Source: an optimization exercise on an open RTL-to-GDS flow (aim: small area, a short achievable clock period and few clock cycles). Production flows keep margins and buffers that such runs may drop.
At most, simulation tests tie the RTL to the original design; equivalence was not proved.
No activity file was given, so power comes from the tool's default toggle rates.

## red
==> module glk_rs_enc, before the edit <==
module glk_rs_enc (
    input  wire       clk,
    input  wire       msg,
    input  wire       shift,
    input  wire       msg_n,
    input  wire [9:0] din_n,
    output wire [9:0] par_top
);
    function [9:0] gf10_mul;
        input [9:0] a;
        input [9:0] b;
        reg   [19:0] p;
        integer i;
        begin
            p = 20'd0;
            for (i = 0; i < 10; i = i + 1)
                if (b[i])
                    p = p ^ ({10'd0, a} << i);
            for (i = 19; i >= 10; i = i - 1)
                if (p[i])
                    p = p ^ (20'h00409 << (i - 10));
            gf10_mul = p[9:0];
        end
    endfunction
    localparam [349:0] GEN = {
        10'h366, 10'h3fc, 10'h352, 10'h15b, 10'h23d, 10'h0d7, 10'h066,
        10'h0a7, 10'h308, 10'h27d, 10'h0e9, 10'h1cc, 10'h132, 10'h175,
        10'h0cc, 10'h20d, 10'h242, 10'h37e, 10'h3e3, 10'h2fd, 10'h382,
        10'h2fd, 10'h2e3, 10'h0af, 10'h3df, 10'h07e, 10'h036, 10'h2f3,
        10'h04c, 10'h00e, 10'h37d, 10'h34c, 10'h0a9, 10'h0bb, 10'h07b
    };
    reg  [349:0] par;                     
    reg  [9:0]   fb;                      
    reg  [349:0] nxt;
    assign par_top = par[349:340];
    integer i;
    always @(*) begin
        nxt[9:0] = gf10_mul(fb, GEN[9:0]);
        for (i = 1; i < 35; i = i + 1)
            nxt[10*i +: 10] = par[10*(i-1) +: 10] ^ gf10_mul(fb, GEN[10*i +: 10]);
    end
    always @(posedge clk) begin
        if (msg | shift)
            par <= nxt;
        fb <= (din_n ^ ((msg | shift) ? nxt[349:340] : par[349:340])) & {10{msg_n}};
    end
endmodule
==> module glk_fec, before the edit <==
module glk_fec (
    input  wire         clk,
    input  wire         rst,
    input  wire         tx_in_valid,
    output wire         tx_in_ready,
    input  wire [9:0]   tx_in_data,
    input  wire         tx_in_reseed,
    input  wire [57:0]  tx_seed,
    output reg          tx_out_valid,
    output reg  [9:0]   tx_out_data,
    input  wire         rx_in_valid,
    input  wire [9:0]   rx_in_data,
    input  wire         rx_in_reseed,
    input  wire [57:0]  rx_seed,
    output reg          rx_out_valid,
    output reg  [9:0]   rx_out_data,
    output reg          rx_done,
    output wire         rx_ok,
    output wire [349:0] rx_syn
);
    localparam [8:0] N_MSG  = 9'd325;
    localparam [8:0] N_LAST = 9'd359;
    reg  [8:0] tx_cnt;
    reg        tx_rdy;
    reg        tx_fl;
    wire       tx_acc   = tx_in_valid & tx_rdy;
    wire       tx_step  = tx_acc | ~tx_rdy;
    wire       tx_load  = tx_acc & tx_in_reseed & (tx_cnt == 9'd0) & ~rst;
    wire [8:0] tx_cnxt  = (tx_cnt == N_LAST) ? 9'd0 : tx_cnt + 9'd1;
    wire [9:0] tx_ks;
    assign tx_in_ready = tx_rdy;
    reg        tx_v1;                     
    reg        tx_p1;                     
    reg        tx_o1;                     
    reg  [9:0] tx_d1;
    wire [9:0] tx_ptop;
    glk_scrambler_ld u_tx_scr (
        .clk  (clk),
        .step (tx_v1 | tx_p1),
        .load (tx_load),
        .seed (tx_seed),
        .ks   (tx_ks)
    );
    glk_rs_enc u_enc (
        .clk     (clk),
        .msg     (tx_v1),
        .shift   (tx_p1),
        .msg_n   (tx_acc & ~rst),
        .din_n   (tx_in_data),
        .par_top (tx_ptop)
    );
    always @(posedge clk) begin
        if (rst) begin
            tx_cnt       <= N_MSG;
            tx_rdy       <= 1'b0;
            tx_fl        <= 1'b1;
            tx_v1        <= 1'b0;
            tx_p1        <= 1'b0;
            tx_o1        <= 1'b0;
            tx_out_valid <= 1'b0;
        end else begin
            if (tx_step) begin
                tx_cnt <= tx_cnxt;
                tx_rdy <= (tx_cnxt < N_MSG);
                if (tx_cnt == N_LAST)
                    tx_fl <= 1'b0;
            end
            tx_v1        <= tx_acc;
            tx_p1        <= ~tx_rdy;
            tx_o1        <= tx_step & ~tx_fl;
            tx_out_valid <= tx_o1;
        end
        tx_d1       <= tx_in_data;
        tx_out_data <= (tx_p1 ? tx_ptop : tx_d1) ^ tx_ks;
    end
    reg  [8:0] rx_cnt;
    reg        rx_v1, rx_f1, rx_l1;
    reg  [4:0] rx_okr;                    
    wire       rx_first = (rx_cnt == 9'd0);
    wire       rx_load  = rx_in_valid & rx_in_reseed & rx_first;
    wire [9:0] rx_ks;
    wire [9:0] rx_zero;
    glk_scrambler u_rx_scr (
        .clk  (clk),
        .step (rx_in_valid),
        .load (rx_load),
        .seed (rx_seed),
        .ks   (rx_ks)
    );
    glk_rs_syn u_syn (
        .clk   (clk),
        .en    (rx_v1),
        .first (rx_f1),
        .din   (rx_out_data),
        .syn   (rx_syn),
        .zero  (rx_zero)
    );
    assign rx_ok = &rx_okr;
    always @(posedge clk) begin
        if (rst) begin
            rx_cnt       <= 9'd0;
            rx_out_valid <= 1'b0;
            rx_v1        <= 1'b0;
            rx_done      <= 1'b0;
        end else begin
            rx_out_valid <= rx_in_valid & (rx_cnt < N_MSG);
            rx_v1        <= rx_in_valid;
            rx_done      <= rx_v1 & rx_l1;
            if (rx_in_valid)
                rx_cnt <= (rx_cnt == N_LAST) ? 9'd0 : rx_cnt + 9'd1;
        end
        rx_f1       <= rx_first;
        rx_l1       <= (rx_cnt == N_LAST);
        rx_out_data <= rx_in_data ^ rx_ks;
        rx_okr      <= rx_zero[9:5] & rx_zero[4:0];
    end
endmodule
==> flow/config.mk <==
export PLATFORM = sky130hd
export DESIGN_NAME = glk_fec
export DESIGN_NICKNAME = glk_fec
export VERILOG_FILES = /design/flow/design.v
export SDC_FILE = /design/flow/constraint.sdc
export NUM_CORES = 4
export LEC_CHECK = 0
export CAP_MARGIN = 20
export CORE_MARGIN = 2
export CORE_UTILIZATION = 40
export SETUP_SLACK_MARGIN = 2.9
export SLEW_MARGIN = 40
==> flow/constraint.sdc <==
create_clock -name core_clock -period 5.5 [get_ports {clk}]
set_input_delay 1.1000 -clock core_clock [delete_from_list [all_inputs] [get_ports {clk}]]
set_output_delay 1.1000 -clock core_clock [all_outputs]
set_load 0.01 [all_outputs]
standard.sh (not shown) runs the stock make flow with config.mk's settings and CLKGATE_MAP_FILE= SYNTH_SCRIPT=/design/flow/synth_recipe.tcl, a recipe that flattens the netlist after the stock synthesis.
==> flow/flow/run.sh <==
#!/bin/bash
# Standard layout, with smaller port buffers and a clock tree without dummy
# loads.  Each tool's output goes to a log file in this folder.
export BUFFER_PORTS_ARGS="-buffer_cell sky130_fd_sc_hd__buf_1"
export CTS_ARGS="-sink_clustering_enable -repair_clock_nets -dont_use_dummy_load -sink_clustering_size 20 -sink_clustering_max_diameter 100"
bash standard.sh > standard.log 2>&1
For blue, these inputs were changed with respect to red:
-- flow/design.v --
<<< red, line 61
    reg  [349:0] par;                     
    reg  [9:0]   fb;                      
    reg  [349:0] nxt;
    assign par_top = par[349:340];
    integer i;
    always @(*) begin
        nxt[9:0] = gf10_mul(fb, GEN[9:0]);
        for (i = 1; i < 35; i = i + 1)
            nxt[10*i +: 10] = par[10*(i-1) +: 10] ^ gf10_mul(fb, GEN[10*i +: 10]);
    end
    always @(posedge clk) begin
        if (msg | shift)
            par <= nxt;
        fb <= (din_n ^ ((msg | shift) ? nxt[349:340] : par[349:340])) & {10{msg_n}};
    end
endmodule
>>> blue, line 61
    reg  [349:0] par;                     
    reg  [9:0]   fb;                      
    reg  [9:0]   fb_lo;                   
    reg  [349:0] nxt;
    wire [9:0]   top_n;                   
    assign par_top = par[349:340];
    integer i;
    always @(*) begin
        nxt[9:0] = gf10_mul(fb_lo, GEN[9:0]);
        for (i = 1; i < 17; i = i + 1)
            nxt[10*i +: 10] = par[10*(i-1) +: 10] ^ gf10_mul(fb_lo, GEN[10*i +: 10]);
        for (i = 17; i < 35; i = i + 1)
            nxt[10*i +: 10] = par[10*(i-1) +: 10] ^ gf10_mul(fb, GEN[10*i +: 10]);
    end
    assign top_n = (msg | shift) ? nxt[349:340] : par[349:340];
    always @(posedge clk) begin
        if (msg | shift)
            par <= nxt;
        fb    <= (din_n ^ top_n) & {10{msg_n}};
        fb_lo <= (din_n & {10{msg_n}}) ^ (top_n & {10{msg_n}});
    end
endmodule
<<< red, line 208
    end
    reg  [8:0] rx_cnt;
    reg        rx_v1, rx_f1, rx_l1;
    reg  [4:0] rx_okr;                    
>>> blue, line 214
    end
    reg  [8:0] rx_cnt;
    reg  [9:0] rx_d1;
    reg        rx_v1, rx_f1, rx_l1;
    reg  [4:0] rx_okr;                    
<<< red, line 225
        .en    (rx_v1),
        .first (rx_f1),
        .din   (rx_out_data),
        .syn   (rx_syn),
        .zero  (rx_zero)
>>> blue, line 232
        .en    (rx_v1),
        .first (rx_f1),
        .din   (rx_d1),
        .syn   (rx_syn),
        .zero  (rx_zero)
<<< red, line 246
        rx_l1       <= (rx_cnt == N_LAST);
        rx_out_data <= rx_in_data ^ rx_ks;
        rx_okr      <= rx_zero[9:5] & rx_zero[4:0];
    end
>>> blue, line 253
        rx_l1       <= (rx_cnt == N_LAST);
        rx_out_data <= rx_in_data ^ rx_ks;
        rx_d1       <= (rx_in_data ^ rx_ks) & {10{rx_in_valid}};
        rx_okr      <= rx_zero[9:5] & rx_zero[4:0];
    end
### Flow results
Summary of blue over red: switching share of power now smaller, compound-gate portion of the synthesized area comparable, instance count after placement with tap cells included now larger, number of design-rule violations left by the first detailed-router iteration now larger, number of buffers created by CTS now larger. Cell row count ends up higher on blue. blue vs red — power dropped 8.7%. Between red and blue, the post-synthesis mux area share figures differ only marginally.
No functional check of the RTL was part of any run of this note.

Another version of the RTL of glk_fec (not shown whole).
For scale: ~900 flip-flops, ~520 I/O pins.
// glk_fec
module glk_fec (
    input  wire         clk,
    input  wire         rst,
    input  wire         tx_in_valid,
    output wire         tx_in_ready,
    input  wire [9:0]   tx_in_data,
    input  wire         tx_in_reseed,
    input  wire [57:0]  tx_seed,
    output reg          tx_out_valid,
    output reg  [9:0]   tx_out_data,
    input  wire         rx_in_valid,
    input  wire [9:0]   rx_in_data,
    input  wire         rx_in_reseed,
    input  wire [57:0]  rx_seed,
    output reg          rx_out_valid,
    output reg  [9:0]   rx_out_data,
    output reg          rx_done,
    output wire         rx_ok,
    output wire [349:0] rx_syn
);
==> module glk_fec, before the edit <==
module glk_fec (
    input  wire         clk,
    input  wire         rst,
    input  wire         tx_in_valid,
    output wire         tx_in_ready,
    input  wire [9:0]   tx_in_data,
    input  wire         tx_in_reseed,
    input  wire [57:0]  tx_seed,
    output reg          tx_out_valid,
    output reg  [9:0]   tx_out_data,
    input  wire         rx_in_valid,
    input  wire [9:0]   rx_in_data,
    input  wire         rx_in_reseed,
    input  wire [57:0]  rx_seed,
    output reg          rx_out_valid,
    output reg  [9:0]   rx_out_data,
    output reg          rx_done,
    output wire         rx_ok,
    output wire [349:0] rx_syn
);
    localparam [8:0] N_MSG  = 9'd325;
    localparam [8:0] N_LAST = 9'd359;
    reg  [8:0] tx_cnt;
    reg        tx_rdy;
    reg        tx_fl;
    wire       tx_acc   = tx_in_valid & tx_rdy;
    wire       tx_step  = tx_acc | ~tx_rdy;
    wire       tx_load  = tx_acc & tx_in_reseed & (tx_cnt == 9'd0) & ~rst;
    wire [8:0] tx_cnxt  = (tx_cnt == N_LAST) ? 9'd0 : tx_cnt + 9'd1;
    wire [9:0] tx_ks;
    assign tx_in_ready = tx_rdy;
    reg        tx_v1;                     
    reg        tx_p1;                     
    reg        tx_o1;                     
    reg  [9:0] tx_d1;
    wire [9:0] tx_ptop;
    glk_scrambler_ld u_tx_scr (
        .clk  (clk),
        .step (tx_v1 | tx_p1),
        .load (tx_load),
        .seed (tx_seed),
        .ks   (tx_ks)
    );
    glk_rs_enc u_enc (
        .clk     (clk),
        .msg     (tx_v1),
        .shift   (tx_p1),
        .msg_n   (tx_acc & ~rst),
        .din_n   (tx_in_data),
        .par_top (tx_ptop)
    );
    always @(posedge clk) begin
        if (rst) begin
            tx_cnt       <= N_MSG;
            tx_rdy       <= 1'b0;
            tx_fl        <= 1'b1;
            tx_v1        <= 1'b0;
            tx_p1        <= 1'b0;
            tx_o1        <= 1'b0;
            tx_out_valid <= 1'b0;
        end else begin
            if (tx_step) begin
                tx_cnt <= tx_cnxt;
                tx_rdy <= (tx_cnxt < N_MSG);
                if (tx_cnt == N_LAST)
                    tx_fl <= 1'b0;
            end
            tx_v1        <= tx_acc;
            tx_p1        <= ~tx_rdy;
            tx_o1        <= tx_step & ~tx_fl;
            tx_out_valid <= tx_o1;
        end
        tx_d1       <= tx_in_data;
        tx_out_data <= (tx_p1 ? tx_ptop : tx_d1) ^ tx_ks;
    end
    reg  [8:0] rx_cnt;
    reg  [9:0] rx_d1;
    reg        rx_v1, rx_f1, rx_l1;
    reg  [4:0] rx_okr;                    
    wire       rx_first = (rx_cnt == 9'd0);
    wire       rx_load  = rx_in_valid & rx_in_reseed & rx_first;
    wire [9:0] rx_ks;
    wire [9:0] rx_zero;
    glk_scrambler u_rx_scr (
        .clk  (clk),
        .step (rx_in_valid),
        .load (rx_load),
        .seed (rx_seed),
        .ks   (rx_ks)
    );
    glk_rs_syn u_syn (
        .clk   (clk),
        .en    (rx_v1),
        .first (rx_f1),
        .din   (rx_d1),
        .syn   (rx_syn),
        .zero  (rx_zero)
    );
    assign rx_ok = &rx_okr;
    always @(posedge clk) begin
        if (rst) begin
            rx_cnt       <= 9'd0;
            rx_out_valid <= 1'b0;
            rx_v1        <= 1'b0;
            rx_done      <= 1'b0;
        end else begin
            rx_out_valid <= rx_in_valid & (rx_cnt < N_MSG);
            rx_v1        <= rx_in_valid;
            rx_done      <= rx_v1 & rx_l1;
            if (rx_in_valid)
                rx_cnt <= (rx_cnt == N_LAST) ? 9'd0 : rx_cnt + 9'd1;
        end
        rx_f1       <= rx_first;
        rx_l1       <= (rx_cnt == N_LAST);
        rx_out_data <= rx_in_data ^ rx_ks;
        rx_d1       <= (rx_in_data ^ rx_ks) & {10{rx_in_valid}};
        rx_okr      <= rx_zero[9:5] & rx_zero[4:0];
    end
endmodule
export LEC_CHECK = 0
export CAP_MARGIN = 20
export CORE_MARGIN = 2
export CORE_UTILIZATION = 40
export SETUP_SLACK_MARGIN = 2.9
export SLEW_MARGIN = 40
create_clock -name core_clock -period 5.5 [get_ports {clk}]
Scripts as last shown in full above: flow/flow/run.sh
Testbench counts at the start, summed over its fixed seeds: cycles 46,376.
Then changed:
--- a/flow/design.v
+++ b/flow/design.v
@@ -210,5 +210,5 @@
     reg  [9:0] rx_d1;
     reg        rx_v1, rx_f1, rx_l1;
-    reg  [4:0] rx_okr;                    
+    reg  [9:0] rx_okr;                    
     wire       rx_first = (rx_cnt == 9'd0);
     wire       rx_load  = rx_in_valid & rx_in_reseed & rx_first;
@@ -248,5 +248,5 @@
         rx_out_data <= rx_in_data ^ rx_ks;
         rx_d1       <= (rx_in_data ^ rx_ks) & {10{rx_in_valid}};
-        rx_okr      <= rx_zero[9:5] & rx_zero[4:0];
-    end
-endmodule
+        rx_okr      <= rx_zero;
+    end
+endmodule
=>
- utilization hardly moves
- cell area stays flat
- routed wire length barely changes
- power went up slightly
- worst hold slack degrades by 0.010 ns
- clock-buffer cell count went up by 1
- final cell count stays flat
No functional check of the RTL was part of the second run of this note.

-- static timing again, ports no longer ideal --
In the flow no input, the clock included, has a driving cell. The finished layouts below were timed again as built, in two steps.
Step 1 assumes that a clkbuf_16 drives the clock port and a buf_2 every other input.
Step 2 times the ports against the registers' clock, not the clock port: input delays grow and output delays shrink by t, the midpoint of the rising clock arrivals with the driver on.
Slacks: ideal ports / drivers / drivers and shift; pairs: ideal ports / drivers.
| run | t, ns | setup slack, ns | worst data-port slew with drivers (ns) |
|---|---|---|---|
| red | 0.734 | 2.621 / 2.621 / 2.403 | 0.09 |
| blue | 0.713 | 2.845 / 2.790 / 2.336 | 0.10 |
| the first run of note 2 | 0.727 | 2.864 / 2.851 / 2.496 | 0.09 |
| the second run of note 2 | 0.730 | 2.755 / 2.686 / 2.353 | 0.10 |
After both steps every run listed still meets setup and hold. The setup slack of blue, which loses most, moves by -0.055 ns with the drivers and by -0.509 ns with both steps.
